From an optimization exercise on the open Yosys and OpenROAD flow, aimed at small area, a short achievable clock period and few clock cycles per item; shortcuts taken in it are not production practice.
In this exercise RTL edits were held to simulation tests only and were not proved equivalent to the original.

==> flow/run.sh <==
#!/bin/bash
# synth_recipe.tcl (not shown) runs the flow's synth.tcl, then flattens the netlist and writes it again
# the make line also repeats each setting of config.mk as NAME=value (left out here)
make -C /OpenROAD-flow-scripts/flow DESIGN_CONFIG=/design/flow/config.mk WORK_HOME=/design/flow/orfs CLKGATE_MAP_FILE= SYNTH_SCRIPT=/design/flow/synth_recipe.tcl finish
==> flow/config.mk <==
export PLATFORM = sky130hd
export DESIGN_NAME = ring_locator
export DESIGN_NICKNAME = ring_locator
export VERILOG_FILES = /design/flow/design.v
export SDC_FILE = /design/flow/constraint.sdc
export NUM_CORES = 4
export LEC_CHECK = 0
export CAP_MARGIN = 20
export CORE_MARGIN = 2
export CORE_UTILIZATION = 40
export SETUP_SLACK_MARGIN = 5
export SLEW_MARGIN = 20
==> flow/constraint.sdc <==
create_clock -name core_clock -period 10.0 [get_ports {clk}]
set_input_delay 2.0000 -clock core_clock [delete_from_list [all_inputs] [get_ports {clk}]]
set_output_delay 2.0000 -clock core_clock [all_outputs]
set_load 0.01 [all_outputs]
==> flow/design.v <==
module ring_locator (
    input  wire         clk,
    input  wire         rst,
    input  wire         req_valid,
    output wire         req_ready,
    input  wire [31:0]  seed,
    input  wire [4:0]   n,
    input  wire [4:0]   k,
    input  wire [1:0]   m,
    input  wire [1:0]   s,
    input  wire [23:0]  displ,
    input  wire [119:0] dorder,
    input  wire [39:0]  rba,
    output wire         resp_valid,
    input  wire         resp_ready,
    output wire [19:0]  loc_mem,
    output wire [3:0]   loc_has,
    output wire [159:0] loc_mlba
);
    localparam [1:0] F_START = 2'd0,
                     F_DIV   = 2'd1,
                     F_WAIT  = 2'd2;
    localparam [2:0] B_IDLE  = 3'd0,
                     B_SHUF  = 3'd2,
                     B_FIN   = 3'd3,
                     B_ACC   = 3'd4;
    reg  [1:0] fe_ph;
    reg  [2:0] be_ph;
    reg  [3:0] cnt;
    reg        fe_miss;                  
    reg        fe_seeded;                
    reg        rv;                       
    reg  [3:0] pend;                     
    wire be_take = (be_ph == B_IDLE) && (!rv || resp_ready);
    wire fe_done = (fe_ph == F_WAIT);
    wire xfer    = fe_done && be_take && req_valid && !rst;
    assign req_ready  = fe_done && be_take;
    assign resp_valid = rv;
    function [31:0] xs;
        input [31:0] v;
        reg   [31:0] t;
        begin
            t  = v ^ (v << 13);
            t  = t ^ (t >> 17);
            xs = t ^ (t << 5);
        end
    endfunction
    reg  [4:0] kreg, dreg, wreg;
    reg  [5:0] k3;                       
    reg  [6:0] d3;                       
    wire [35:0] x = rba[39:4];
    reg  [3:0]  xd;                      
    reg  [3:0]  ra;                      
    reg  [3:0]  sd;                      
    reg  [4:0]  rb;                      
    reg  [3:0]  pd;                      
    reg  [35:0] pw_f;                    
    reg  [31:0] st_f;                    
    function [3:0] xdig;
        input [3:0] d;
        begin
            case (d)
            4'd0: xdig = rba[7:4];
            4'd1: xdig = rba[11:8];
            4'd2: xdig = rba[15:12];
            4'd3: xdig = rba[19:16];
            4'd4: xdig = rba[23:20];
            4'd5: xdig = rba[27:24];
            4'd6: xdig = rba[31:28];
            4'd7: xdig = rba[35:32];
            default: xdig = rba[39:36];
            endcase
        end
    endfunction
    reg [3:0] dtop;
    always @(*) begin
        if      (rba[39:36] != 4'd0) dtop = 4'd8;
        else if (rba[35:32] != 4'd0) dtop = 4'd7;
        else if (rba[31:28] != 4'd0) dtop = 4'd6;
        else if (rba[27:24] != 4'd0) dtop = 4'd5;
        else if (rba[23:20] != 4'd0) dtop = 4'd4;
        else if (rba[19:16] != 4'd0) dtop = 4'd3;
        else                         dtop = 4'd2;
    end
    function [5:0] r4a;                  
        input [3:0] r;
        input [1:0] b;
        reg   [5:0] t, d3a, d2a, d1a;
        begin
            t   = {r, b};
            d3a = t - k3;
            d2a = t - {kreg, 1'b0};
            d1a = t - {1'b0, kreg};
            if (t >= k3)                    r4a = {2'd3, d3a[3:0]};
            else if (t >= {kreg, 1'b0})     r4a = {2'd2, d2a[3:0]};
            else if (t >= {1'b0, kreg})     r4a = {2'd1, d1a[3:0]};
            else                            r4a = {2'd0, t[3:0]};
        end
    endfunction
    function [6:0] r4b;                  
        input [4:0] r;
        input [1:0] b;
        reg   [6:0] t, d3b, d2b, d1b;
        begin
            t   = {r, b};
            d3b = t - d3;
            d2b = t - {1'b0, dreg, 1'b0};
            d1b = t - {2'b0, dreg};
            if (t >= d3)                      r4b = {2'd3, d3b[4:0]};
            else if (t >= {1'b0, dreg, 1'b0}) r4b = {2'd2, d2b[4:0]};
            else if (t >= {2'b0, dreg})       r4b = {2'd1, d1b[4:0]};
            else                              r4b = {2'd0, t[4:0]};
        end
    endfunction
    wire [5:0] a_hi = r4a(ra, xd[3:2]);
    wire [5:0] a_lo = r4a(a_hi[3:0], xd[1:0]);
    wire [3:0] a_q  = {a_hi[5:4], a_lo[5:4]};
    wire [3:0] a_r  = a_lo[3:0];
    wire [6:0] b_hi = r4b(rb, sd[3:2]);
    wire [6:0] b_lo = r4b(b_hi[4:0], sd[1:0]);
    wire [3:0] b_q  = {b_hi[6:5], b_lo[6:5]};
    wire [4:0] b_r  = b_lo[4:0];
    wire [15:0] pde;
    genvar gp;
    generate for (gp = 0; gp < 16; gp = gp + 1) begin : g_pde
        assign pde[gp] = (pd == gp);
    end endgenerate
    wire [31:0] gdig;
    assign gdig[0] = pde[1] | pde[3] | pde[5] | pde[7] | pde[9] | pde[11] | pde[13] | pde[15];
    assign gdig[1] = pde[2] | pde[3] | pde[6] | pde[7] | pde[10] | pde[11] | pde[14] | pde[15];
    assign gdig[2] = pde[4] | pde[5] | pde[6] | pde[7] | pde[12] | pde[13] | pde[14] | pde[15];
    assign gdig[3] = pde[1] | pde[3] | pde[5] | pde[7] | pde[8] | pde[10] | pde[12] | pde[14];
    assign gdig[4] = pde[1] | pde[2] | pde[5] | pde[6] | pde[10] | pde[11] | pde[14] | pde[15];
    assign gdig[5] = pde[1] | pde[2] | pde[3] | pde[4] | pde[10] | pde[11] | pde[12] | pde[13];
    assign gdig[6] = pde[2] | pde[4] | pde[6] | pde[8] | pde[11] | pde[13] | pde[15];
    assign gdig[7] = pde[1] | pde[4] | pde[5] | pde[8] | pde[9] | pde[11] | pde[12] | pde[15];
    assign gdig[8] = pde[1] | pde[2] | pde[3] | pde[8] | pde[9] | pde[10] | pde[15];
    assign gdig[9] = pde[2] | pde[4] | pde[6] | pde[9] | pde[11] | pde[13];
    assign gdig[10] = pde[3] | pde[4] | pde[7] | pde[8] | pde[9] | pde[12] | pde[13];
    assign gdig[11] = pde[1] | pde[3] | pde[6] | pde[8] | pde[11] | pde[13] | pde[14];
    assign gdig[12] = pde[1] | pde[2] | pde[6] | pde[7] | pde[11] | pde[12];
    assign gdig[13] = pde[1] | pde[2] | pde[3] | pde[4] | pde[5] | pde[11] | pde[12] | pde[13] | pde[14] | pde[15];
    assign gdig[14] = pde[1] | pde[2] | pde[3] | pde[4] | pde[5] | pde[6] | pde[7] | pde[8] | pde[9] | pde[10];
    assign gdig[15] = pde[2] | pde[4] | pde[6] | pde[8] | pde[10] | pde[12] | pde[14];
    assign gdig[16] = pde[1] | pde[4] | pde[5] | pde[8] | pde[9] | pde[12] | pde[13];
    assign gdig[17] = pde[1] | pde[2] | pde[3] | pde[8] | pde[9] | pde[10] | pde[11];
    assign gdig[18] = pde[1] | pde[2] | pde[3] | pde[4] | pde[5] | pde[6] | pde[7];
    assign gdig[19] = pde[2] | pde[4] | pde[6] | pde[8] | pde[10] | pde[12] | pde[14];
    assign gdig[20] = pde[1] | pde[4] | pde[5] | pde[8] | pde[9] | pde[12] | pde[13];
    assign gdig[21] = pde[1] | pde[2] | pde[3] | pde[8] | pde[9] | pde[10] | pde[11];
    assign gdig[22] = pde[2] | pde[4] | pde[6] | pde[9] | pde[11] | pde[13] | pde[15];
    assign gdig[23] = pde[3] | pde[4] | pde[7] | pde[8] | pde[9] | pde[12] | pde[13];
    assign gdig[24] = pde[5] | pde[6] | pde[7] | pde[8] | pde[9] | pde[14] | pde[15];
    assign gdig[25] = pde[1] | pde[3] | pde[5] | pde[7] | pde[9] | pde[10] | pde[12] | pde[14];
    assign gdig[26] = pde[1] | pde[2] | pde[5] | pde[6] | pde[9] | pde[10] | pde[11] | pde[14] | pde[15];
    assign gdig[27] = pde[1] | pde[2] | pde[3] | pde[4] | pde[9] | pde[10] | pde[11] | pde[12] | pde[13];
    assign gdig[28] = pde[1] | pde[2] | pde[3] | pde[4] | pde[5] | pde[6] | pde[7] | pde[8];
    assign gdig[29] = pde[2] | pde[4] | pde[6] | pde[8] | pde[10] | pde[12] | pde[14];
    assign gdig[30] = pde[3] | pde[4] | pde[7] | pde[8] | pde[11] | pde[12] | pde[15];
    assign gdig[31] = pde[1] | pde[3] | pde[6] | pde[8] | pde[9] | pde[11] | pde[14];
    reg         lastv;
    reg  [35:0] x_old;
    wire [35:0] xdf   = x ^ x_old;
    wire        x_same = (xdf == 36'd0);
    wire        x_inc  = !x_same && ((xdf[35:1] & ~xdf[34:0]) == 35'd0) &&
                         ((x & xdf) == (xdf ^ {1'b0, xdf[35:1]}));
    wire        c_wrap = ({1'b0, ra} + 5'd1 == kreg);
    wire        i_wrap = (rb + 5'd1 == dreg);
    reg        cvalid;
    reg [31:0] key_seed;
    reg [4:0]  key_n;
    reg [11:0] key_p;
    reg        pmatch;
    reg [4:0]  rowu [0:23];              
    reg [4:0]  top1, top2;               
    wire ring_same = cvalid && (seed == key_seed) && (n == key_n);
    wire fast = lastv && ring_same && (k == kreg) && (n - {3'd0, s} == dreg) &&
                (k + {3'd0, m} == wreg) && (x_same || (x_inc && !(c_wrap && i_wrap)));
    reg [3:0] key_dig;
    always @(*) begin
        case (cnt)
        4'd2:    key_dig = key_p[11:8];
        4'd1:    key_dig = key_p[7:4];
        default: key_dig = key_p[3:0];
        endcase
    end
    wire dig_eq = (pd == key_dig);
    wire hit = pmatch && dig_eq && ring_same;
    reg  [31:0] st;                      
    reg  [35:0] pw;                      
    reg  [3:0]  c_b;                     
    reg  [4:0]  k_b, n_b;
    reg  [1:0]  s_b;
    reg  [23:0] displ_b;
    reg  [119:0] dorder_b;
    reg  [4:0]  pr_b [0:3];              
    reg  [4:0] qf;                       
    reg        v1a, v1b, v2a, v2b;
    reg  [4:0] m1a, m1b, m2a, m2b;       
    reg  [24:0] mh;                      
    reg  [8:0] c1a0, c1a1, c1a2, c1a3;   
    reg  [8:0] c1b0, c1b1, c1b2, c1b3;
    reg  [8:0] m12a, m12b;               
    reg  [6:0] s2a, s2b;                 
    reg  [6:0] m3a, m3b;                 
    wire [31:0] st_x5 = (st_f == 32'd0) ? xs(xs(xs(xs(xs(32'h6D2B79F5)))))
                                        : xs(xs(xs(xs(xs(st_f)))));
    wire [31:0] st_b = xs(st);           
    wire [8:0] ra0, ra1, ra2, ra3, rb0, rb1, rb2, rb3;
    rl_resid4 u_res_a (.v(st),   .me(mh),              .r0(ra0), .r1(ra1), .r2(ra2), .r3(ra3));
    rl_resid4 u_res_b (.v(st_b), .me({1'b0, mh[24:1]}), .r0(rb0), .r1(rb1), .r2(rb2), .r3(rb3));
    function [6:0] red4m;
        input [8:0] sa;
        input [8:0] sb;
        input [4:0] mm;
        input [8:0] m12;
        reg   [8:0] ss;
        reg   [9:0] d16, d12, d8, d4;
        begin
            ss  = sa + sb;
            d16 = {1'b0, ss} - {1'b0, mm, 4'd0};
            d12 = {1'b0, ss} - {1'b0, m12};
            d8  = {1'b0, ss} - {2'b0, mm, 3'd0};
            d4  = {1'b0, ss} - {3'b0, mm, 2'd0};
            red4m = !d16[9] ? d16[6:0] : !d12[9] ? d12[6:0] :
                    !d8[9]  ? d8[6:0]  : !d4[9]  ? d4[6:0]  : ss[6:0];
        end
    endfunction
    wire [8:0] sa_a, sa_b, sb_a, sb_b;
    rl_resid2 u_two_a (.r0(c1a0), .r1(c1a1), .r2(c1a2), .r3(c1a3), .a(sa_a), .b(sa_b));
    rl_resid2 u_two_b (.r0(c1b0), .r1(c1b1), .r2(c1b2), .r3(c1b3), .a(sb_a), .b(sb_b));
    function [4:0] swdist;
        input [6:0] s2;
        input [4:0] mm;
        input [6:0] m3;
        reg   [7:0] u0, u1, u2, u3;
        begin
            u0 = {3'b0, mm}       + {1'b1, ~s2};
            u1 = {2'b0, mm, 1'b0} + {1'b1, ~s2};
            u2 = {1'b0, m3}       + {1'b1, ~s2};
            u3 = {1'b0, mm, 2'b0} + {1'b1, ~s2};
            swdist = !u0[7] ? u0[4:0] : !u1[7] ? u1[4:0] : !u2[7] ? u2[4:0] : u3[4:0];
        end
    endfunction
    wire [4:0] sw_a = swdist(s2a, m2a, m3a);
    wire [4:0] sw_b = swdist(s2b, m2b, m3b);
    wire [4:0] kp1 = kreg + 5'd1;
    wire [4:0] kp2 = kreg + 5'd2;
    function [4:0] posof;                
        input [4:0] ci;
        reg   [5:0] ps;
        begin
            ps    = {1'b0, rb} + {1'b0, ci};
            posof = (ps >= {1'b0, dreg}) ? ps[4:0] - dreg : ps[4:0];
        end
    endfunction
    function [4:0] physof;
        input [4:0] t;
        begin
            physof = (t == 5'd0) ? 5'd0 : 5'd24 - t;
        end
    endfunction
    reg  [4:0] pr [0:3];                 
    wire [4:0] dm1 = dreg - 5'd1;
    wire [4:0] e_last = 5'd25 - dreg;    
    function [4:0] incm;
        input [4:0] e;
        begin
            incm = (e == e_last) ? 5'd0 : (e == 5'd0) ? 5'd23 : e - 5'd1;
        end
    endfunction
    wire [4:0] nm1    = n_b - 5'd1;
    wire [4:0] rot1 [0:23];
    wire [4:0] rot2 [0:23];
    genvar gt;
    generate
        for (gt = 0; gt < 23; gt = gt + 1) begin : g_rot
            assign rot1[gt] = (sw_a == gt + 1) ? rowu[0] : rowu[gt+1];
            assign rot2[gt] = (sw_b == gt + 1) ? rot1[0] : rot1[gt+1];
        end
    endgenerate
    assign rot1[23] = rowu[sw_a];
    assign rot2[23] = rot1[sw_b];
    wire [4:0] mem_c [0:3];              
    wire [3:0] dsp_c;                    
    genvar gc;
    generate
        for (gc = 0; gc < 4; gc = gc + 1) begin : g_home
            assign mem_c[gc] = nm1 - rowu[pr_b[gc]];
            assign dsp_c[gc] = displ_b[mem_c[gc]];
        end
    endgenerate
    wire t1_in = (s_b != 2'd0);
    wire t2_in = (s_b == 2'd2);
    wire t1_ok = t1_in && !displ_b[top1];
    wire t2_ok = t2_in && !displ_b[top2];
    wire [4:0] b0  = t2_ok ? top2 : top1;    
    wire       nb1 = t1_ok || t2_ok;         
    wire       nb2 = t1_ok && t2_ok;
    wire [1:0] rh = pend[0] ? 2'd0 : pend[1] ? 2'd1 : pend[2] ? 2'd2 : 2'd3;
    reg  [4:0] o_mem [0:3];
    reg  [3:0] o_has;
    reg  [3:0] o_cy;                     
    reg  [3:0] o_blk;
    reg  [23:0] lt;
    wire [4:0] rk_home = o_mem[rh];
    wire [4:0] hd_n = dorder_b[rk_home*5 +: 5];
    integer li;
    always @(*) begin
        for (li = 0; li < 24; li = li + 1)
            lt[li] = displ_b[li] && (li < n_b) &&
                       !(t1_in && top1 == li[4:0]) && !(t2_in && top2 == li[4:0]) &&
                       (dorder_b[li*5 +: 5] < hd_n);
    end
    function [1:0] atl;                  
        input [2:0] v;
        begin
            atl = {(v[0] & v[1]) | (v[0] & v[2]) | (v[1] & v[2]), |v};
        end
    endfunction
    reg [7:0] g_any, g_two;
    reg [1:0] g_t;
    integer gi;
    always @(*) begin
        for (gi = 0; gi < 8; gi = gi + 1) begin
            g_t = atl(lt[gi*3 +: 3]);
            g_any[gi] = g_t[0];
            g_two[gi] = g_t[1];
        end
    end
    wire lt_any = |g_any;
    wire lt_two = (|g_two) || ((g_any & (g_any - 8'd1)) != 8'd0);
    wire [3:0] pend_clr = (pend == 4'd0) ? 4'd0 : (4'd1 << rh);
    wire [5:0] lo_sum [0:3];
    assign lo_sum[0] = {1'b0, pw[4:0]} + {2'b0, c_b};
    assign lo_sum[1] = {1'b0, pw[4:0]} + {1'b0, k_b};
    assign lo_sum[2] = {1'b0, pw[4:0]} + {1'b0, k_b} + 6'd1;
    assign lo_sum[3] = {1'b0, pw[4:0]} + {1'b0, k_b} + 6'd2;
    genvar g;
    generate
        for (g = 0; g < 4; g = g + 1) begin : g_out
            assign loc_mem[g*5 +: 5]    = o_mem[g];
            assign loc_mlba[g*40 +: 40] = {pw[35:5] + {30'd0, o_cy[g]}, lo_sum[g][4:0], o_blk};
        end
    endgenerate
    assign loc_has = o_has;
    integer ti;
    always @(posedge clk) begin
        c1a0   <= ra0;                   
        c1a1   <= ra1;
        c1a2   <= ra2;
        c1a3   <= ra3;
        c1b0   <= rb0;
        c1b1   <= rb1;
        c1b2   <= rb2;
        c1b3   <= rb3;
        m1a    <= qf + 5'd1;
        m1b    <= qf;
        m12a   <= {qf + 5'd1, 3'd0} + {1'b0, qf + 5'd1, 2'd0};
        m12b   <= {qf, 3'd0} + {1'b0, qf, 2'd0};
        s2a    <= red4m(sa_a, sa_b, m1a, m12a);      
        s2b    <= red4m(sb_a, sb_b, m1b, m12b);
        m2a    <= m1a;
        m2b    <= m1b;
        m3a    <= {2'b0, m1a} + {1'b0, m1a, 1'b0};
        m3b    <= {2'b0, m1b} + {1'b0, m1b, 1'b0};
    end
    always @(posedge clk) begin
        begin
            if (rv && resp_ready)
                rv <= 1'b0;
            case (fe_ph)
            F_START: begin
                if (req_valid) begin
                    if (fast) begin
                        if (x_inc) begin
                            ra <= c_wrap ? 4'd0 : ra + 4'd1;
                            if (c_wrap) begin
                                rb    <= rb + 5'd1;
                                pr[0] <= 5'd23 - rb;     
                                pr[1] <= incm(pr[1]);
                                pr[2] <= incm(pr[2]);
                                pr[3] <= incm(pr[3]);
                            end else
                                pr[0] <= incm(pr[0]);
                        end
                        fe_miss   <= 1'b0;
                        fe_seeded <= 1'b0;
                        fe_ph     <= F_WAIT;
                    end else begin
                        kreg  <= k;
                        dreg  <= n - {3'd0, s};
                        wreg  <= k + {3'd0, m};
                        k3    <= {1'b0, k} + {k, 1'b0};
                        d3    <= {2'b0, n - {3'd0, s}} + {1'b0, n - {3'd0, s}, 1'b0};
                        xd    <= xdig(dtop);
                        cnt   <= dtop + 4'd2;
                        ra    <= 4'd0;
                        rb    <= 5'd0;
                        sd    <= 4'd0;
                        pd    <= 4'd0;
                        pw_f  <= 36'd0;
                        st_f  <= 32'd0;
                        fe_ph <= F_DIV;
                    end
                end
            end
            F_DIV: begin
                xd <= xdig(cnt - 4'd3);
                if (cnt >= 4'd2) begin
                    ra <= a_r;
                    sd <= a_q;
                end
                if (cnt >= 4'd1) begin
                    rb <= b_r;
                    pd <= b_q;
                end
                pw_f <= {pw_f[31:0], 4'd0} + (pd[0] ? {31'd0, wreg} : 36'd0)
                                           + (pd[1] ? {30'd0, wreg, 1'b0} : 36'd0)
                                           + (pd[2] ? {29'd0, wreg, 2'b0} : 36'd0)
                                           + (pd[3] ? {28'd0, wreg, 3'b0} : 36'd0);
                if (cnt == 4'd0)
                    st_f <= seed ^ ({st_f[27:0], 4'd0} + gdig);
                else if (cnt <= 4'd2)
                    st_f <= {st_f[27:0], 4'd0} + gdig;
                if (cnt == 4'd2)
                    pmatch <= dig_eq;
                else
                    pmatch <= pmatch && dig_eq;
                case (cnt)
                4'd2: key_p[11:8] <= pd;
                4'd1: key_p[7:4]  <= pd;
                4'd0: key_p[3:0]  <= pd;
                default: ;
                endcase
                cnt <= cnt - 4'd1;
                if (cnt == 4'd0) begin
                    pr[0] <= physof(posof({1'b0, ra}));
                    pr[1] <= physof(posof(kreg));
                    pr[2] <= physof(posof(kp1));
                    pr[3] <= physof(posof(kp2));
                    fe_miss   <= !hit;
                    fe_seeded <= 1'b0;
                    if (!hit) begin
                        key_seed <= seed;
                        key_n    <= n;
                        cvalid   <= 1'b1;
                    end
                    fe_ph <= F_WAIT;
                end
            end
            F_WAIT: begin
                if (xfer) begin
                    x_old <= x;
                    lastv <= 1'b1;
                    fe_ph <= F_START;
                end else if (!fe_seeded) begin
                    st_f      <= st_x5;
                    fe_seeded <= 1'b1;
                end
            end
            default: fe_ph <= F_START;
            endcase
            if (xfer) begin
                st       <= (fe_miss && !fe_seeded) ? st_x5 : st_f;
                pw       <= pw_f;
                c_b      <= ra;
                k_b      <= kreg;
                n_b      <= n;
                s_b      <= s;
                displ_b  <= displ;
                dorder_b <= dorder;
                o_blk    <= rba[3:0];
                for (ti = 0; ti < 4; ti = ti + 1)
                    pr_b[ti] <= pr[ti];
                if (fe_miss)
                    for (ti = 0; ti < 24; ti = ti + 1)
                        rowu[ti] <= ti[4:0];
                mh       <= 25'd1 << n;
                qf       <= n - 5'd1;
                be_ph    <= fe_miss ? B_SHUF : B_FIN;
            end
            case (be_ph)
            B_SHUF: begin
                v1a <= (qf != 5'd0);
                v1b <= (qf >= 5'd2);
                if (qf != 5'd0) begin
                    st  <= xs(st_b);
                    mh  <= {2'b0, mh[24:2]};
                    qf  <= (qf >= 5'd2) ? qf - 5'd2 : 5'd0;
                end
                v2a <= v1a;
                v2b <= v1b;
                if (v2a) begin
                    for (ti = 0; ti < 24; ti = ti + 1)
                        rowu[ti] <= v2b ? rot2[ti] : rot1[ti];
                    if (m2a == n_b - 5'd2) begin
                        top1 <= nm1 - rowu[22];
                        top2 <= nm1 - rowu[23];
                    end
                    if (m2a <= 5'd3) begin
                        v1a   <= 1'b0;
                        v1b   <= 1'b0;
                        v2a   <= 1'b0;
                        v2b   <= 1'b0;
                        be_ph <= B_FIN;
                    end
                end
            end
            B_FIN: begin
                for (ti = 0; ti < 4; ti = ti + 1) begin
                    o_mem[ti] <= mem_c[ti];
                    o_has[ti] <= !dsp_c[ti];
                    o_cy[ti]  <= lo_sum[ti][5];
                end
                if (dsp_c == 4'd0) begin
                    rv    <= 1'b1;
                    be_ph <= B_IDLE;
                end else
                    be_ph <= B_ACC;
            end
            B_ACC: begin
                if ((pend & (pend - 4'd1)) == 4'd0) begin
                    rv    <= 1'b1;
                    be_ph <= B_IDLE;
                end
            end
            default: ;
            endcase
            if (pend != 4'd0) begin
                if (!lt_any && nb1) begin
                    o_mem[rh] <= b0;
                    o_has[rh] <= 1'b1;
                end else if (lt_any && !lt_two && nb2) begin
                    o_mem[rh] <= top1;
                    o_has[rh] <= 1'b1;
                end
            end
            if (be_ph == B_FIN)
                pend <= dsp_c;
            else
                pend <= pend & ~pend_clr;
        end
        if (rst) begin
            fe_ph   <= F_START;
            be_ph   <= B_IDLE;
            rv      <= 1'b0;
            cvalid  <= 1'b0;
            lastv   <= 1'b0;
            v1a     <= 1'b0;
            v1b     <= 1'b0;
            v2a     <= 1'b0;
            v2b     <= 1'b0;
            pend    <= 4'd0;
        end
    end
endmodule
module rl_resid4 (
    input  wire [31:0] v,
    input  wire [24:0] me,
    output wire [8:0]  r0, r1, r2, r3
);
    wire t1 = v[0];
    wire t2 = v[2] & (me[3]);
    wire t3 = v[3] & (me[5] | me[7]);
    wire t4 = v[4] & (me[3] | me[5] | me[9] | me[11] | me[13] | me[15]);
    wire t5 = v[5] & (me[9] | me[17] | me[19] | me[21] | me[23]);
    wire t6 = v[6] & (me[3] | me[7] | me[9] | me[11] | me[17] | me[19] | me[21]);
    wire t7 = v[7] & (me[5] | me[11] | me[13] | me[17] | me[23]);
    wire t8 = v[8] & (me[3] | me[5] | me[11] | me[13] | me[15] | me[17] | me[19] | me[23]);
    wire t9 = v[9] & (me[7] | me[13]);
    wire t10 = v[10] & (me[3] | me[9] | me[11] | me[19]);
    wire t11 = v[11] & (me[5] | me[9] | me[13] | me[19] | me[21] | me[23]);
    wire t12 = v[12] & (me[3] | me[5] | me[7] | me[9] | me[13] | me[15] | me[19] | me[21]);
    wire t13 = v[13] & (me[17] | me[19]);
    wire t14 = v[14] & (me[3] | me[11] | me[17]);
    wire t15 = v[15] & (me[5] | me[7] | me[17]);
    wire t16 = v[16] & (me[3] | me[5] | me[9] | me[11] | me[13] | me[15] | me[17] | me[19] | me[23]);
    wire t17 = v[17] & (me[9] | me[11] | me[21]);
    wire t18 = v[18] & (me[3] | me[7] | me[9] | me[11] | me[19] | me[21] | me[23]);
    wire t19 = v[19] & (me[5] | me[13] | me[23]);
    wire t20 = v[20] & (me[3] | me[5] | me[11] | me[13] | me[15]);
    wire t21 = v[21] & (me[7] | me[13] | me[17]);
    wire t22 = v[22] & (me[3] | me[9] | me[17] | me[23]);
    wire t23 = v[23] & (me[5] | me[9] | me[13] | me[17] | me[19] | me[21]);
    wire t24 = v[24] & (me[3] | me[5] | me[7] | me[9] | me[11] | me[13] | me[15] | me[17] | me[19] | me[21]);
    wire t25 = v[26] & (me[3] | me[11] | me[19]);
    wire t26 = v[27] & (me[5] | me[7] | me[11] | me[23]);
    wire t27 = v[28] & (me[3] | me[5] | me[9] | me[11] | me[13] | me[15] | me[19]);
    wire t28 = v[29] & (me[9] | me[17] | me[19] | me[21] | me[23]);
    wire t29 = v[30] & (me[3] | me[7] | me[9] | me[11] | me[17] | me[19] | me[21] | me[23]);
    wire t30 = v[31] & (me[5] | me[13] | me[17] | me[19]);
    wire t31 = v[1] & (me[3] | me[4] | me[5] | me[6] | me[7] | me[8] | me[9] | me[10] | me[11] | me[12] | me[13] | me[14] | me[15] | me[16] | me[17] | me[18] | me[19] | me[20] | me[21] | me[22] | me[23] | me[24]);
    wire t32 = v[3] & (me[3] | me[5] | me[6]);
    wire t33 = v[4] & (me[7] | me[9] | me[10] | me[13] | me[14]);
    wire t34 = v[5] & (me[3] | me[5] | me[6] | me[10] | me[11] | me[13] | me[15] | me[17] | me[18] | me[21] | me[22]);
    wire t35 = v[6] & (me[18] | me[19] | me[23]);
    wire t36 = v[7] & (me[3] | me[5] | me[6] | me[7] | me[9] | me[11] | me[13] | me[14] | me[18] | me[19] | me[21] | me[22]);
    wire t37 = v[8] & (me[10] | me[11] | me[22] | me[23]);
    wire t38 = v[9] & (me[3] | me[5] | me[6] | me[10] | me[11] | me[15] | me[17] | me[19] | me[22] | me[23]);
    wire t39 = v[10] & (me[7] | me[9] | me[13] | me[14]);
    wire t40 = v[11] & (me[3] | me[5] | me[6] | me[11] | me[13] | me[18] | me[19] | me[21] | me[22]);
    wire t41 = v[12] & (me[10] | me[18] | me[19] | me[23]);
    wire t42 = v[13] & (me[3] | me[5] | me[6] | me[7] | me[9] | me[10] | me[13] | me[14] | me[15] | me[17] | me[18] | me[19] | me[21]);
    wire t43 = v[14] & (me[19]);
    wire t44 = v[15] & (me[3] | me[5] | me[6] | me[11] | me[22]);
    wire t45 = v[16] & (me[7] | me[9] | me[10] | me[13] | me[14]);
    wire t46 = v[17] & (me[3] | me[5] | me[6] | me[10] | me[11] | me[13] | me[15] | me[17] | me[18] | me[19] | me[21] | me[22] | me[23]);
    wire t47 = v[18] & (me[11] | me[18] | me[22]);
    wire t48 = v[19] & (me[3] | me[5] | me[6] | me[7] | me[9] | me[11] | me[13] | me[14] | me[18] | me[19] | me[21] | me[22] | me[23]);
    wire t49 = v[20] & (me[10] | me[23]);
    wire t50 = v[21] & (me[3] | me[5] | me[6] | me[10] | me[11] | me[15] | me[17] | me[22]);
    wire t51 = v[22] & (me[7] | me[9] | me[13] | me[14]);
    wire t52 = v[23] & (me[3] | me[5] | me[6] | me[13] | me[18] | me[21] | me[23]);
    wire t53 = v[24] & (me[10] | me[18] | me[19]);
    wire t54 = v[25] & (me[3] | me[5] | me[6] | me[7] | me[9] | me[10] | me[11] | me[13] | me[14] | me[15] | me[17] | me[18] | me[19] | me[21] | me[22]);
    wire t55 = v[27] & (me[3] | me[5] | me[6] | me[11] | me[19] | me[22]);
    wire t56 = v[28] & (me[7] | me[9] | me[10] | me[11] | me[13] | me[14] | me[22] | me[23]);
    wire t57 = v[29] & (me[3] | me[5] | me[6] | me[10] | me[11] | me[13] | me[15] | me[17] | me[18] | me[19] | me[21] | me[22]);
    wire t58 = v[30] & (me[18] | me[19] | me[23]);
    wire t59 = v[31] & (me[3] | me[5] | me[6] | me[7] | me[9] | me[11] | me[13] | me[14] | me[18] | me[19] | me[21] | me[22] | me[23]);
    wire t60 = v[2] & (me[5] | me[6] | me[7] | me[8] | me[9] | me[10] | me[11] | me[12] | me[13] | me[14] | me[15] | me[16] | me[17] | me[18] | me[19] | me[20] | me[21] | me[22] | me[23] | me[24]);
    wire t61 = v[4] & (me[6] | me[9] | me[10] | me[11] | me[12]);
    wire t62 = v[5] & (me[7] | me[9] | me[13] | me[14] | me[17] | me[18] | me[19] | me[20]);
    wire t63 = v[6] & (me[5] | me[6] | me[10] | me[12] | me[13] | me[15] | me[17] | me[19] | me[20] | me[22]);
    wire t64 = v[7] & (me[11] | me[19] | me[23]);
    wire t65 = v[8] & (me[6] | me[7] | me[9] | me[10] | me[12] | me[14] | me[18] | me[21] | me[22]);
    wire t66 = v[9] & (me[11] | me[13] | me[20] | me[22] | me[23]);
    wire t67 = v[10] & (me[5] | me[6] | me[9] | me[10] | me[12] | me[15] | me[17] | me[20] | me[22] | me[23]);
    wire t68 = v[11] & (me[7] | me[9] | me[13] | me[14] | me[18] | me[19]);
    wire t69 = v[12] & (me[6] | me[10] | me[11] | me[12] | me[22]);
    wire t70 = v[13] & (me[17] | me[20] | me[23]);
    wire t71 = v[14] & (me[5] | me[6] | me[7] | me[9] | me[10] | me[11] | me[12] | me[13] | me[14] | me[15] | me[17] | me[18] | me[19] | me[20] | me[21]);
    wire t72 = v[15] & (me[19]);
    wire t73 = v[16] & (me[6] | me[9] | me[10] | me[12] | me[19] | me[22]);
    wire t74 = v[17] & (me[7] | me[9] | me[11] | me[13] | me[14] | me[18] | me[20]);
    wire t75 = v[18] & (me[5] | me[6] | me[10] | me[12] | me[13] | me[15] | me[17] | me[20] | me[22] | me[23]);
    wire t76 = v[19] & (me[11] | me[22]);
    wire t77 = v[20] & (me[6] | me[7] | me[9] | me[10] | me[12] | me[14] | me[18] | me[19] | me[21] | me[22] | me[23]);
    wire t78 = v[21] & (me[13] | me[17] | me[20] | me[23]);
    wire t79 = v[22] & (me[5] | me[6] | me[9] | me[10] | me[11] | me[12] | me[15] | me[17] | me[20] | me[22]);
    wire t80 = v[23] & (me[7] | me[9] | me[13] | me[14] | me[18] | me[19]);
    wire t81 = v[24] & (me[6] | me[10] | me[11] | me[12] | me[19] | me[23]);
    wire t82 = v[25] & (me[19] | me[20]);
    wire t83 = v[26] & (me[5] | me[6] | me[7] | me[9] | me[10] | me[12] | me[13] | me[14] | me[15] | me[17] | me[18] | me[20] | me[21] | me[22]);
    wire t84 = v[27] & (me[11]);
    wire t85 = v[28] & (me[6] | me[9] | me[10] | me[12] | me[22]);
    wire t86 = v[29] & (me[7] | me[9] | me[11] | me[13] | me[14] | me[17] | me[18] | me[19] | me[20] | me[22] | me[23]);
    wire t87 = v[30] & (me[5] | me[6] | me[10] | me[12] | me[13] | me[15] | me[17] | me[20] | me[22]);
    wire t88 = v[31] & (me[23]);
    wire t89 = v[3] & (me[9] | me[10] | me[11] | me[12] | me[13] | me[14] | me[15] | me[16] | me[17] | me[18] | me[19] | me[20] | me[21] | me[22] | me[23] | me[24]);
    wire t90 = v[5] & (me[11] | me[12] | me[17] | me[18] | me[19] | me[20] | me[21] | me[22] | me[23] | me[24]);
    wire t91 = v[6] & (me[11] | me[13] | me[14] | me[17] | me[18]);
    wire t92 = v[7] & (me[10] | me[12] | me[13] | me[15] | me[17] | me[19] | me[20] | me[23] | me[24]);
    wire t93 = v[8] & (me[13] | me[19] | me[22]);
    wire t94 = v[9] & (me[9] | me[12] | me[14] | me[18] | me[20] | me[21] | me[24]);
    wire t95 = v[10] & (me[13] | me[22] | me[23]);
    wire t96 = v[11] & (me[10] | me[12] | me[15] | me[17] | me[18] | me[19] | me[20] | me[21] | me[24]);
    wire t97 = v[12] & (me[14] | me[18] | me[19]);
    wire t98 = v[13] & (me[11] | me[12] | me[17] | me[20] | me[22] | me[24]);
    wire t99 = v[14] & (me[17] | me[23]);
    wire t100 = v[15] & (me[9] | me[10] | me[11] | me[12] | me[13] | me[14] | me[15] | me[17] | me[18] | me[19] | me[20] | me[21] | me[22] | me[24]);
    wire t101 = v[16] & (me[11] | me[23]);
    wire t102 = v[17] & (me[12] | me[18] | me[19] | me[20] | me[21] | me[24]);
    wire t103 = v[18] & (me[13] | me[14] | me[18] | me[22] | me[23]);
    wire t104 = v[19] & (me[10] | me[12] | me[13] | me[15] | me[17] | me[20] | me[24]);
    wire t105 = v[20] & (me[13] | me[22]);
    wire t106 = v[21] & (me[9] | me[12] | me[14] | me[17] | me[18] | me[19] | me[20] | me[21] | me[23] | me[24]);
    wire t107 = v[22] & (me[13] | me[17]);
    wire t108 = v[23] & (me[10] | me[11] | me[12] | me[15] | me[17] | me[18] | me[19] | me[20] | me[21] | me[22] | me[24]);
    wire t109 = v[24] & (me[14] | me[18]);
    wire t110 = v[25] & (me[11] | me[12] | me[19] | me[20] | me[22] | me[23] | me[24]);
    wire t111 = v[26] & (me[11] | me[19]);
    wire t112 = v[27] & (me[9] | me[10] | me[12] | me[13] | me[14] | me[15] | me[17] | me[18] | me[20] | me[21] | me[23] | me[24]);
    wire t113 = v[28] & (me[22]);
    wire t114 = v[29] & (me[12] | me[17] | me[18] | me[19] | me[20] | me[21] | me[23] | me[24]);
    wire t115 = v[30] & (me[13] | me[14] | me[17] | me[18] | me[19] | me[22]);
    wire t116 = v[31] & (me[10] | me[12] | me[13] | me[15] | me[17] | me[20] | me[24]);
    wire t117 = v[4] & (me[17] | me[18] | me[19] | me[20] | me[21] | me[22] | me[23] | me[24]);
    wire t118 = v[6] & (me[22] | me[23] | me[24]);
    wire t119 = v[7] & (me[22]);
    wire t120 = v[8] & (me[20] | me[24]);
    wire t121 = v[9] & (me[19]);
    wire t122 = v[10] & (me[18] | me[19] | me[21] | me[24]);
    wire t123 = v[12] & (me[17] | me[20] | me[24]);
    wire t124 = v[14] & (me[22] | me[24]);
    wire t125 = v[15] & (me[23]);
    wire t126 = v[16] & (me[18] | me[20] | me[21] | me[22] | me[24]);
    wire t127 = v[17] & (me[22] | me[23]);
    wire t128 = v[18] & (me[24]);
    wire t129 = v[20] & (me[17] | me[20] | me[24]);
    wire t130 = v[22] & (me[18] | me[19] | me[21] | me[24]);
    wire t131 = v[24] & (me[20] | me[22] | me[24]);
    wire t132 = v[26] & (me[22] | me[23] | me[24]);
    wire t133 = v[27] & (me[19] | me[22]);
    wire t134 = v[28] & (me[17] | me[18] | me[19] | me[20] | me[21] | me[23] | me[24]);
    wire t135 = v[30] & (me[24]);
    wire t136 = t1 ^ t2 ^ t3;
    wire t137 = (t1 & t2) | (t1 & t3) | (t2 & t3);
    wire t138 = t4 ^ t5 ^ t6;
    wire t139 = (t4 & t5) | (t4 & t6) | (t5 & t6);
    wire t140 = t7 ^ t8 ^ t9;
    wire t141 = (t7 & t8) | (t7 & t9) | (t8 & t9);
    wire t142 = t10 ^ t11 ^ t12;
    wire t143 = (t10 & t11) | (t10 & t12) | (t11 & t12);
    wire t144 = t13 ^ t14 ^ t15;
    wire t145 = (t13 & t14) | (t13 & t15) | (t14 & t15);
    wire t146 = t16 ^ t17 ^ t18;
    wire t147 = (t16 & t17) | (t16 & t18) | (t17 & t18);
    wire t148 = t19 ^ t20 ^ t21;
    wire t149 = (t19 & t20) | (t19 & t21) | (t20 & t21);
    wire t150 = t22 ^ t23 ^ t24;
    wire t151 = (t22 & t23) | (t22 & t24) | (t23 & t24);
    wire t152 = t25 ^ t26 ^ t27;
    wire t153 = (t25 & t26) | (t25 & t27) | (t26 & t27);
    wire t154 = t28 ^ t29 ^ t30;
    wire t155 = (t28 & t29) | (t28 & t30) | (t29 & t30);
    wire t156 = t31 ^ t32 ^ t33;
    wire t157 = (t31 & t32) | (t31 & t33) | (t32 & t33);
    wire t158 = t34 ^ t35 ^ t36;
    wire t159 = (t34 & t35) | (t34 & t36) | (t35 & t36);
    wire t160 = t37 ^ t38 ^ t39;
    wire t161 = (t37 & t38) | (t37 & t39) | (t38 & t39);
    wire t162 = t40 ^ t41 ^ t42;
    wire t163 = (t40 & t41) | (t40 & t42) | (t41 & t42);
    wire t164 = t43 ^ t44 ^ t45;
    wire t165 = (t43 & t44) | (t43 & t45) | (t44 & t45);
    wire t166 = t46 ^ t47 ^ t48;
    wire t167 = (t46 & t47) | (t46 & t48) | (t47 & t48);
    wire t168 = t49 ^ t50 ^ t51;
    wire t169 = (t49 & t50) | (t49 & t51) | (t50 & t51);
    wire t170 = t52 ^ t53 ^ t54;
    wire t171 = (t52 & t53) | (t52 & t54) | (t53 & t54);
    wire t172 = t55 ^ t56 ^ t57;
    wire t173 = (t55 & t56) | (t55 & t57) | (t56 & t57);
    wire t174 = t58 ^ t59;
    wire t175 = t58 & t59;
    wire t176 = t60 ^ t61 ^ t62;
    wire t177 = (t60 & t61) | (t60 & t62) | (t61 & t62);
    wire t178 = t63 ^ t64 ^ t65;
    wire t179 = (t63 & t64) | (t63 & t65) | (t64 & t65);
    wire t180 = t66 ^ t67 ^ t68;
    wire t181 = (t66 & t67) | (t66 & t68) | (t67 & t68);
    wire t182 = t69 ^ t70 ^ t71;
    wire t183 = (t69 & t70) | (t69 & t71) | (t70 & t71);
    wire t184 = t72 ^ t73 ^ t74;
    wire t185 = (t72 & t73) | (t72 & t74) | (t73 & t74);
    wire t186 = t75 ^ t76 ^ t77;
    wire t187 = (t75 & t76) | (t75 & t77) | (t76 & t77);
    wire t188 = t78 ^ t79 ^ t80;
    wire t189 = (t78 & t79) | (t78 & t80) | (t79 & t80);
    wire t190 = t81 ^ t82 ^ t83;
    wire t191 = (t81 & t82) | (t81 & t83) | (t82 & t83);
    wire t192 = t84 ^ t85 ^ t86;
    wire t193 = (t84 & t85) | (t84 & t86) | (t85 & t86);
    wire t194 = t87 ^ t88;
    wire t195 = t87 & t88;
    wire t196 = t89 ^ t90 ^ t91;
    wire t197 = (t89 & t90) | (t89 & t91) | (t90 & t91);
    wire t198 = t92 ^ t93 ^ t94;
    wire t199 = (t92 & t93) | (t92 & t94) | (t93 & t94);
    wire t200 = t95 ^ t96 ^ t97;
    wire t201 = (t95 & t96) | (t95 & t97) | (t96 & t97);
    wire t202 = t98 ^ t99 ^ t100;
    wire t203 = (t98 & t99) | (t98 & t100) | (t99 & t100);
    wire t204 = t101 ^ t102 ^ t103;
    wire t205 = (t101 & t102) | (t101 & t103) | (t102 & t103);
    wire t206 = t104 ^ t105 ^ t106;
    wire t207 = (t104 & t105) | (t104 & t106) | (t105 & t106);
    wire t208 = t107 ^ t108 ^ t109;
    wire t209 = (t107 & t108) | (t107 & t109) | (t108 & t109);
    wire t210 = t110 ^ t111 ^ t112;
    wire t211 = (t110 & t111) | (t110 & t112) | (t111 & t112);
    wire t212 = t113 ^ t114 ^ t115;
    wire t213 = (t113 & t114) | (t113 & t115) | (t114 & t115);
    wire t214 = t117 ^ t118 ^ t119;
    wire t215 = (t117 & t118) | (t117 & t119) | (t118 & t119);
    wire t216 = t120 ^ t121 ^ t122;
    wire t217 = (t120 & t121) | (t120 & t122) | (t121 & t122);
    wire t218 = t123 ^ t124 ^ t125;
    wire t219 = (t123 & t124) | (t123 & t125) | (t124 & t125);
    wire t220 = t126 ^ t127 ^ t128;
    wire t221 = (t126 & t127) | (t126 & t128) | (t127 & t128);
    wire t222 = t129 ^ t130 ^ t131;
    wire t223 = (t129 & t130) | (t129 & t131) | (t130 & t131);
    wire t224 = t132 ^ t133 ^ t134;
    wire t225 = (t132 & t133) | (t132 & t134) | (t133 & t134);
    wire t226 = t136 ^ t138 ^ t140;
    wire t227 = (t136 & t138) | (t136 & t140) | (t138 & t140);
    wire t228 = t142 ^ t144 ^ t146;
    wire t229 = (t142 & t144) | (t142 & t146) | (t144 & t146);
    wire t230 = t148 ^ t150 ^ t152;
    wire t231 = (t148 & t150) | (t148 & t152) | (t150 & t152);
    wire t232 = t137 ^ t139 ^ t141;
    wire t233 = (t137 & t139) | (t137 & t141) | (t139 & t141);
    wire t234 = t143 ^ t145 ^ t147;
    wire t235 = (t143 & t145) | (t143 & t147) | (t145 & t147);
    wire t236 = t149 ^ t151 ^ t153;
    wire t237 = (t149 & t151) | (t149 & t153) | (t151 & t153);
    wire t238 = t155 ^ t156 ^ t158;
    wire t239 = (t155 & t156) | (t155 & t158) | (t156 & t158);
    wire t240 = t160 ^ t162 ^ t164;
    wire t241 = (t160 & t162) | (t160 & t164) | (t162 & t164);
    wire t242 = t166 ^ t168 ^ t170;
    wire t243 = (t166 & t168) | (t166 & t170) | (t168 & t170);
    wire t244 = t172 ^ t174;
    wire t245 = t172 & t174;
    wire t246 = t157 ^ t159 ^ t161;
    wire t247 = (t157 & t159) | (t157 & t161) | (t159 & t161);
    wire t248 = t163 ^ t165 ^ t167;
    wire t249 = (t163 & t165) | (t163 & t167) | (t165 & t167);
    wire t250 = t169 ^ t171 ^ t173;
    wire t251 = (t169 & t171) | (t169 & t173) | (t171 & t173);
    wire t252 = t175 ^ t176 ^ t178;
    wire t253 = (t175 & t176) | (t175 & t178) | (t176 & t178);
    wire t254 = t180 ^ t182 ^ t184;
    wire t255 = (t180 & t182) | (t180 & t184) | (t182 & t184);
    wire t256 = t186 ^ t188 ^ t190;
    wire t257 = (t186 & t188) | (t186 & t190) | (t188 & t190);
    wire t258 = t192 ^ t194;
    wire t259 = t192 & t194;
    wire t260 = t177 ^ t179 ^ t181;
    wire t261 = (t177 & t179) | (t177 & t181) | (t179 & t181);
    wire t262 = t183 ^ t185 ^ t187;
    wire t263 = (t183 & t185) | (t183 & t187) | (t185 & t187);
    wire t264 = t189 ^ t191 ^ t193;
    wire t265 = (t189 & t191) | (t189 & t193) | (t191 & t193);
    wire t266 = t195 ^ t196 ^ t198;
    wire t267 = (t195 & t196) | (t195 & t198) | (t196 & t198);
    wire t268 = t200 ^ t202 ^ t204;
    wire t269 = (t200 & t202) | (t200 & t204) | (t202 & t204);
    wire t270 = t206 ^ t208 ^ t210;
    wire t271 = (t206 & t208) | (t206 & t210) | (t208 & t210);
    wire t272 = t212 ^ t116;
    wire t273 = t212 & t116;
    wire t274 = t197 ^ t199 ^ t201;
    wire t275 = (t197 & t199) | (t197 & t201) | (t199 & t201);
    wire t276 = t203 ^ t205 ^ t207;
    wire t277 = (t203 & t205) | (t203 & t207) | (t205 & t207);
    wire t278 = t209 ^ t211 ^ t213;
    wire t279 = (t209 & t211) | (t209 & t213) | (t211 & t213);
    wire t280 = t214 ^ t216 ^ t218;
    wire t281 = (t214 & t216) | (t214 & t218) | (t216 & t218);
    wire t282 = t220 ^ t222 ^ t224;
    wire t283 = (t220 & t222) | (t220 & t224) | (t222 & t224);
    wire t284 = t215 ^ t217 ^ t219;
    wire t285 = (t215 & t217) | (t215 & t219) | (t217 & t219);
    wire t286 = t221 ^ t223 ^ t225;
    wire t287 = (t221 & t223) | (t221 & t225) | (t223 & t225);
    wire t288 = t227 ^ t229 ^ t231;
    wire t289 = (t227 & t229) | (t227 & t231) | (t229 & t231);
    wire t290 = t232 ^ t234 ^ t236;
    wire t291 = (t232 & t234) | (t232 & t236) | (t234 & t236);
    wire t292 = t238 ^ t240 ^ t242;
    wire t293 = (t238 & t240) | (t238 & t242) | (t240 & t242);
    wire t294 = t233 ^ t235 ^ t237;
    wire t295 = (t233 & t235) | (t233 & t237) | (t235 & t237);
    wire t296 = t239 ^ t241 ^ t243;
    wire t297 = (t239 & t241) | (t239 & t243) | (t241 & t243);
    wire t298 = t245 ^ t246 ^ t248;
    wire t299 = (t245 & t246) | (t245 & t248) | (t246 & t248);
    wire t300 = t250 ^ t252 ^ t254;
    wire t301 = (t250 & t252) | (t250 & t254) | (t252 & t254);
    wire t302 = t256 ^ t258;
    wire t303 = t256 & t258;
    wire t304 = t247 ^ t249 ^ t251;
    wire t305 = (t247 & t249) | (t247 & t251) | (t249 & t251);
    wire t306 = t253 ^ t255 ^ t257;
    wire t307 = (t253 & t255) | (t253 & t257) | (t255 & t257);
    wire t308 = t259 ^ t260 ^ t262;
    wire t309 = (t259 & t260) | (t259 & t262) | (t260 & t262);
    wire t310 = t264 ^ t266 ^ t268;
    wire t311 = (t264 & t266) | (t264 & t268) | (t266 & t268);
    wire t312 = t270 ^ t272;
    wire t313 = t270 & t272;
    wire t314 = t261 ^ t263 ^ t265;
    wire t315 = (t261 & t263) | (t261 & t265) | (t263 & t265);
    wire t316 = t267 ^ t269 ^ t271;
    wire t317 = (t267 & t269) | (t267 & t271) | (t269 & t271);
    wire t318 = t273 ^ t274 ^ t276;
    wire t319 = (t273 & t274) | (t273 & t276) | (t274 & t276);
    wire t320 = t278 ^ t280 ^ t282;
    wire t321 = (t278 & t280) | (t278 & t282) | (t280 & t282);
    wire t322 = t275 ^ t277 ^ t279;
    wire t323 = (t275 & t277) | (t275 & t279) | (t277 & t279);
    wire t324 = t281 ^ t283 ^ t284;
    wire t325 = (t281 & t283) | (t281 & t284) | (t283 & t284);
    wire t326 = t289 ^ t291 ^ t293;
    wire t327 = (t289 & t291) | (t289 & t293) | (t291 & t293);
    wire t328 = t294 ^ t296 ^ t298;
    wire t329 = (t294 & t296) | (t294 & t298) | (t296 & t298);
    wire t330 = t295 ^ t297 ^ t299;
    wire t331 = (t295 & t297) | (t295 & t299) | (t297 & t299);
    wire t332 = t301 ^ t303 ^ t304;
    wire t333 = (t301 & t303) | (t301 & t304) | (t303 & t304);
    wire t334 = t306 ^ t308 ^ t310;
    wire t335 = (t306 & t308) | (t306 & t310) | (t308 & t310);
    wire t336 = t305 ^ t307 ^ t309;
    wire t337 = (t305 & t307) | (t305 & t309) | (t307 & t309);
    wire t338 = t311 ^ t313 ^ t314;
    wire t339 = (t311 & t313) | (t311 & t314) | (t313 & t314);
    wire t340 = t316 ^ t318 ^ t320;
    wire t341 = (t316 & t318) | (t316 & t320) | (t318 & t320);
    wire t342 = t315 ^ t317 ^ t319;
    wire t343 = (t315 & t317) | (t315 & t319) | (t317 & t319);
    wire t344 = t321 ^ t322 ^ t324;
    wire t345 = (t321 & t322) | (t321 & t324) | (t322 & t324);
    wire t346 = t323 ^ t325 ^ t285;
    wire t347 = (t323 & t325) | (t323 & t285) | (t325 & t285);
    wire t348 = t327 ^ t329 ^ t330;
    wire t349 = (t327 & t329) | (t327 & t330) | (t329 & t330);
    wire t350 = t331 ^ t333 ^ t335;
    wire t351 = (t331 & t333) | (t331 & t335) | (t333 & t335);
    wire t352 = t336 ^ t338 ^ t340;
    wire t353 = (t336 & t338) | (t336 & t340) | (t338 & t340);
    wire t354 = t337 ^ t339 ^ t341;
    wire t355 = (t337 & t339) | (t337 & t341) | (t339 & t341);
    wire t356 = t342 ^ t344 ^ t286;
    wire t357 = (t342 & t344) | (t342 & t286) | (t344 & t286);
    wire t358 = t343 ^ t345 ^ t346;
    wire t359 = (t343 & t345) | (t343 & t346) | (t345 & t346);
    assign r0 = {1'b0, t359, t355, t351, t349, t348, t326, t288, t226};
    assign r1 = {1'b0, t347, t357, t353, t350, t332, t328, t290, t228};
    assign r2 = {1'b0, 1'b0, t358, t354, t352, t334, t300, t292, t230};
    assign r3 = {1'b0, 1'b0, t287, t356, t135, t312, t302, t244, t154};
endmodule
module rl_resid2 (
    input  wire [8:0] r0, r1, r2, r3,
    output wire [8:0] a, b
);
    wire t360 = r0[0] ^ r1[0] ^ r2[0];
    wire t361 = (r0[0] & r1[0]) | (r0[0] & r2[0]) | (r1[0] & r2[0]);
    wire t362 = r0[1] ^ r1[1] ^ r2[1];
    wire t363 = (r0[1] & r1[1]) | (r0[1] & r2[1]) | (r1[1] & r2[1]);
    wire t364 = r0[2] ^ r1[2] ^ r2[2];
    wire t365 = (r0[2] & r1[2]) | (r0[2] & r2[2]) | (r1[2] & r2[2]);
    wire t366 = r0[3] ^ r1[3] ^ r2[3];
    wire t367 = (r0[3] & r1[3]) | (r0[3] & r2[3]) | (r1[3] & r2[3]);
    wire t368 = r0[4] ^ r1[4] ^ r2[4];
    wire t369 = (r0[4] & r1[4]) | (r0[4] & r2[4]) | (r1[4] & r2[4]);
    wire t370 = r0[5] ^ r1[5] ^ r2[5];
    wire t371 = (r0[5] & r1[5]) | (r0[5] & r2[5]) | (r1[5] & r2[5]);
    wire t372 = r0[6] ^ r1[6] ^ r2[6];
    wire t373 = (r0[6] & r1[6]) | (r0[6] & r2[6]) | (r1[6] & r2[6]);
    wire t374 = r0[7] ^ r1[7] ^ r2[7];
    wire t375 = (r0[7] & r1[7]) | (r0[7] & r2[7]) | (r1[7] & r2[7]);
    wire t376 = r0[8] ^ r1[8] ^ r2[8];
    wire t377 = (r0[8] & r1[8]) | (r0[8] & r2[8]) | (r1[8] & r2[8]);
    wire t378 = t361 ^ t362 ^ r3[1];
    wire t379 = (t361 & t362) | (t361 & r3[1]) | (t362 & r3[1]);
    wire t380 = t363 ^ t364 ^ r3[2];
    wire t381 = (t363 & t364) | (t363 & r3[2]) | (t364 & r3[2]);
    wire t382 = t365 ^ t366 ^ r3[3];
    wire t383 = (t365 & t366) | (t365 & r3[3]) | (t366 & r3[3]);
    wire t384 = t367 ^ t368 ^ r3[4];
    wire t385 = (t367 & t368) | (t367 & r3[4]) | (t368 & r3[4]);
    wire t386 = t369 ^ t370 ^ r3[5];
    wire t387 = (t369 & t370) | (t369 & r3[5]) | (t370 & r3[5]);
    wire t388 = t371 ^ t372 ^ r3[6];
    wire t389 = (t371 & t372) | (t371 & r3[6]) | (t372 & r3[6]);
    wire t390 = t373 ^ t374 ^ r3[7];
    wire t391 = (t373 & t374) | (t373 & r3[7]) | (t374 & r3[7]);
    wire t392 = t375 ^ t376 ^ r3[8];
    wire t393 = (t375 & t376) | (t375 & r3[8]) | (t376 & r3[8]);
    assign a = {t391, t389, t387, t385, t383, t381, t379, t378, t360};
    assign b = {t392, t390, t388, t386, t384, t382, t380, 1'b0, r3[0]};
endmodule
==> key figures <==
Placement
  • Dpl hpwl: between 200,000 and 250,000 um
  • Global placer's final weighted congestion: 1.03
  • Placed cell count: 10.8k
  • Buffers on Ports: 419

Setup path
  • Most common cell on crit path: mux2i_4
  • Critical Path RT: 10.48 ns
  • CP max stage delay: 0.44 ns
  • CP max FO: 6
  • Critical path class: reg2reg
  • Arrival @ worst endpoint: about 6.6 ns
  • CP startpoint kind: register
  • Slowest CP cell: edfxtp_1
  • Critical Path End Type: register

Clock tree
  • Clock latency (worst-skew pair): ~0.78 ns
  • # H-tree levels: 3
  • Root Driver: clkbuf_16
  • Clock buffer depth: 3
  • Hold Buf Count CTS: 0
  • CTS tree: built
  • Clock sink count: around 800
  • Total CTS buffers: 96
  • Reg clk slew, reported paths: 0.06 ns

Logic synthesis
  • Seq/Total Area, Yosys: 28.2%
  • Syn_nets: 9,299
  • Async set-or-reset flop fraction in the synthesized netlist: 0%
  • Yosys warns: 4
  • Netlist Area Pre-Place: 73,700 um^2
  • Top FF cell, synth: edfxtp_1
  • Post-Synthesis Cells: 8,235
  • Post-synth EDFFs: 482
  • Flops & latches, synth: 796
  • Distinct cells, synth: 104
  • Synth Area per Inst: 8.95 um^2

Detailed routing
  • Met1 wire length: 132,000 um
  • Initial drt markers: 8,451
  • Total Wirelength: ~320,000 um
  • Met3 wire len: 29,500 um
  • Routed length per instance: 28.6 um
  • Met2 WL post-DR: ~140,000 um
  • Top Layer Used: met5
  • DRC violations left: 0
  • Router iterations before antenna repair: 9
  • Routed Antenna Nets: 0
  • Via count: 69.4k
  • Via density per instance: 6.14

Die
  • Initial Utilization: 40.3%
  • Area of the core: between 150,000 and 200,000 um^2
  • Die area: 188,000 um^2
  • Die width: between 400 and 500 um
  • Die Ht: 433 um
  • I/O Pins: 420
  • Row count: about 160

GRT
  • First-pass GRT wire length: 464,000 um
  • Gr ovfl total: 0
  • GRT Util Overall: 33.3%
  • Vias in the first global route: 67.4k
  • Largest net degree at the start of global routing: 105
  • Initial antenna violation count: 29

STA
  • Clock Skew: 0.0604 ns
  • Fin crit share: 60.7%
  • Final Slew Violations: 0
  • Slew of the pin with the lowest slew margin: around 1.1 ns
  • RSZ-0062 raised after global routing: yes
  • Final setup violation count: 0
  • FMAX: 0.165 GHz
  • Final Critical Period: 6.07 ns
  • Hold slack: 0.388 ns
  • Final hold violations: 0
  • Slew headroom: 27.5%
  • Setup tns final: 0 ns

Outcome
  • Status: finished clean

Finish
  • Share of layout cells above drive strength 1: 15.9%
  • Layout Cells excl Fill: around 11k
  • Synth-to-Final Area Change: 22.2%
  • Fill count: 17.3k
  • Final nets: 9,806
  • Core Util, Final: 49.2%

Run
  • Maxcap violations: 0

Worst hold path
  • Hold Crit Class: reg2reg
## through the flow
step                setup slack (ns)  instance area [um^2]
finish                          3.93                 90000
global route                    3.71                 90000
CTS                             3.94                 87900
detailed placement              1.83                 81100
global placement                1.99                 81100
floorplan                       3.53                 74600
## kinds of logic after synthesis
logic type | synth area share [%]
DFF | 28.2
and+or+nand+nor | 15.2
muxes | 5.06
AOI/OAI and AO/OA | 17.3
xor gates and xnor gates | 11.6
adders and majority gates | 17.2
buffers and inverters | 5.55
## routing by layer
layer,track usage [%],vias to the layer above
met5,0,-
met1,44.5,34044
met4,15.8,2
li1,-,30360
met2,52.3,4044
met3,5.85,998
## critical path: cells and delay by family (launching register included)
family,cells,cell delay [ns]
adders and majority gates,1,0.26
DFF,1,0.44
and+or+nand+nor,6,1.21
buffers and inverters,4,0.68
AOI/OAI and AO/OA,13,2.35
muxes,4,0.86
## synth_stat cells (87+ instances only)
cell type,instances,area [um^2]
ha_1,531,6640
nand3_1,165,826
fa_1,299,5990
nand4_1,87,544
nand2_1,750,2820
nor2b_1,114,713
dfxtp_1,314,6290
mux2i_1,204,2040
clkbuf_1,359,1350
xor2_1,327,2860
nor3_1,159,796
edfxtp_1,482,14500
o21ai_0,292,1460
xnor2_1,626,5480
a21o_1,157,1180
nor2_1,685,2570
inv_1,609,2290
a22oi_1,153,1150
a21oi_1,451,2260
## cell type report
class,instances,area (um^2),share of cell area [%]
clock buffer,129,2660,2.95
tap,2464,3080,3.42
sequential,796,20800,23.1
multi-input combinational,6396,52900,58.7
clock inverter,48,616,0.684
timing repair buffer,843,7640,8.49
antenna,17,42.5,0.0472
inverter,609,2320,2.58
## flip-flops by register name, summed over array words and instances (netlist names), 32 cells and up
register and flops:
dorder_b 120, rowu 120, pw 36, pw_f 36, x_old 36, key_seed 32
st 32, st_f 32
## cell usage in the layout (no fill, tap or decap), types with 46 or more instances in the layout
master / instances
buf_6: 49
a22oi_1: 151
buf_4: 362
ha_4: 56
a211oi_1: 46
fa_1: 291
a31oi_1: 79
o21ai_0: 274
a22o_1: 61
nor2b_1: 102
mux2_2: 56
a21o_1: 154
and2_1: 60
nand3_1: 148
a21oi_1: 424
o22ai_1: 80
nor3_1: 133
nand2b_1: 69
and3_1: 47
nor2_1: 596
clkdlybuf4s50_1: 293
a221oi_1: 58
nand4_1: 87
nand2_1: 699
o211ai_1: 49
nor4_1: 57
mux2i_1: 179
inv_1: 593
dfxtp_1: 301
clkbuf_16: 98
xnor2_1: 573
xor2_1: 303
xnor2_2: 52
nor2_2: 51
edfxtp_1: 482
ha_1: 468
## path summary, 6_finish.rpt
check | startpoint | end | slack, ns | cells past startpoint
min | m1a[1] | m2a[1] | 0.39 | 0
min reg2reg | m1a[1] | m2a[1] | 0.39 | 0
max | o_mem[3][0] | o_mem[2][0] | 3.93 | 28
max reg2reg | o_mem[3][0] | o_mem[2][0] | 3.93 | 28
## what timing repair did
item	CTS	global route
pin swaps	82	132
setup buffers	192	94
resized for setup	614	479
hold endpoints to repair	0	0
cloned	12	2
setup endpoints to repair	423	451
Testbench counts, summed over its fixed seeds: cycles 30,971, items 3,072.

## port drivers added, routing unchanged
The results above use ideal ports. As a check the final layout listed here was re-extracted and re-timed, cells and wires unchanged.
Step 1 sets driving cells, clkbuf_16 on the clock port and buf_2 on the other inputs (assumed; they add their load-dependent delay and slew).
Step 2 also shifts input and output timing later by t, the mid clock arrival at the registers, as if the neighbouring blocks saw the same clock.
a / b / c = ideal ports / drivers / drivers and shift; a / b = the first two.
shift t [ns]: 0.833
setup WS [ns]: 3.926 / 3.926 / 3.926
worst register clock-pin slew, ns: 0.08 / 0.08
worst slew at a driven data input, ns: 0.16
pins driven straight from the clock port: 1
After both steps setup and hold are still met in this run. The setup slack of this run moves by 0.000 ns with the drivers and by 0.000 ns with both steps.
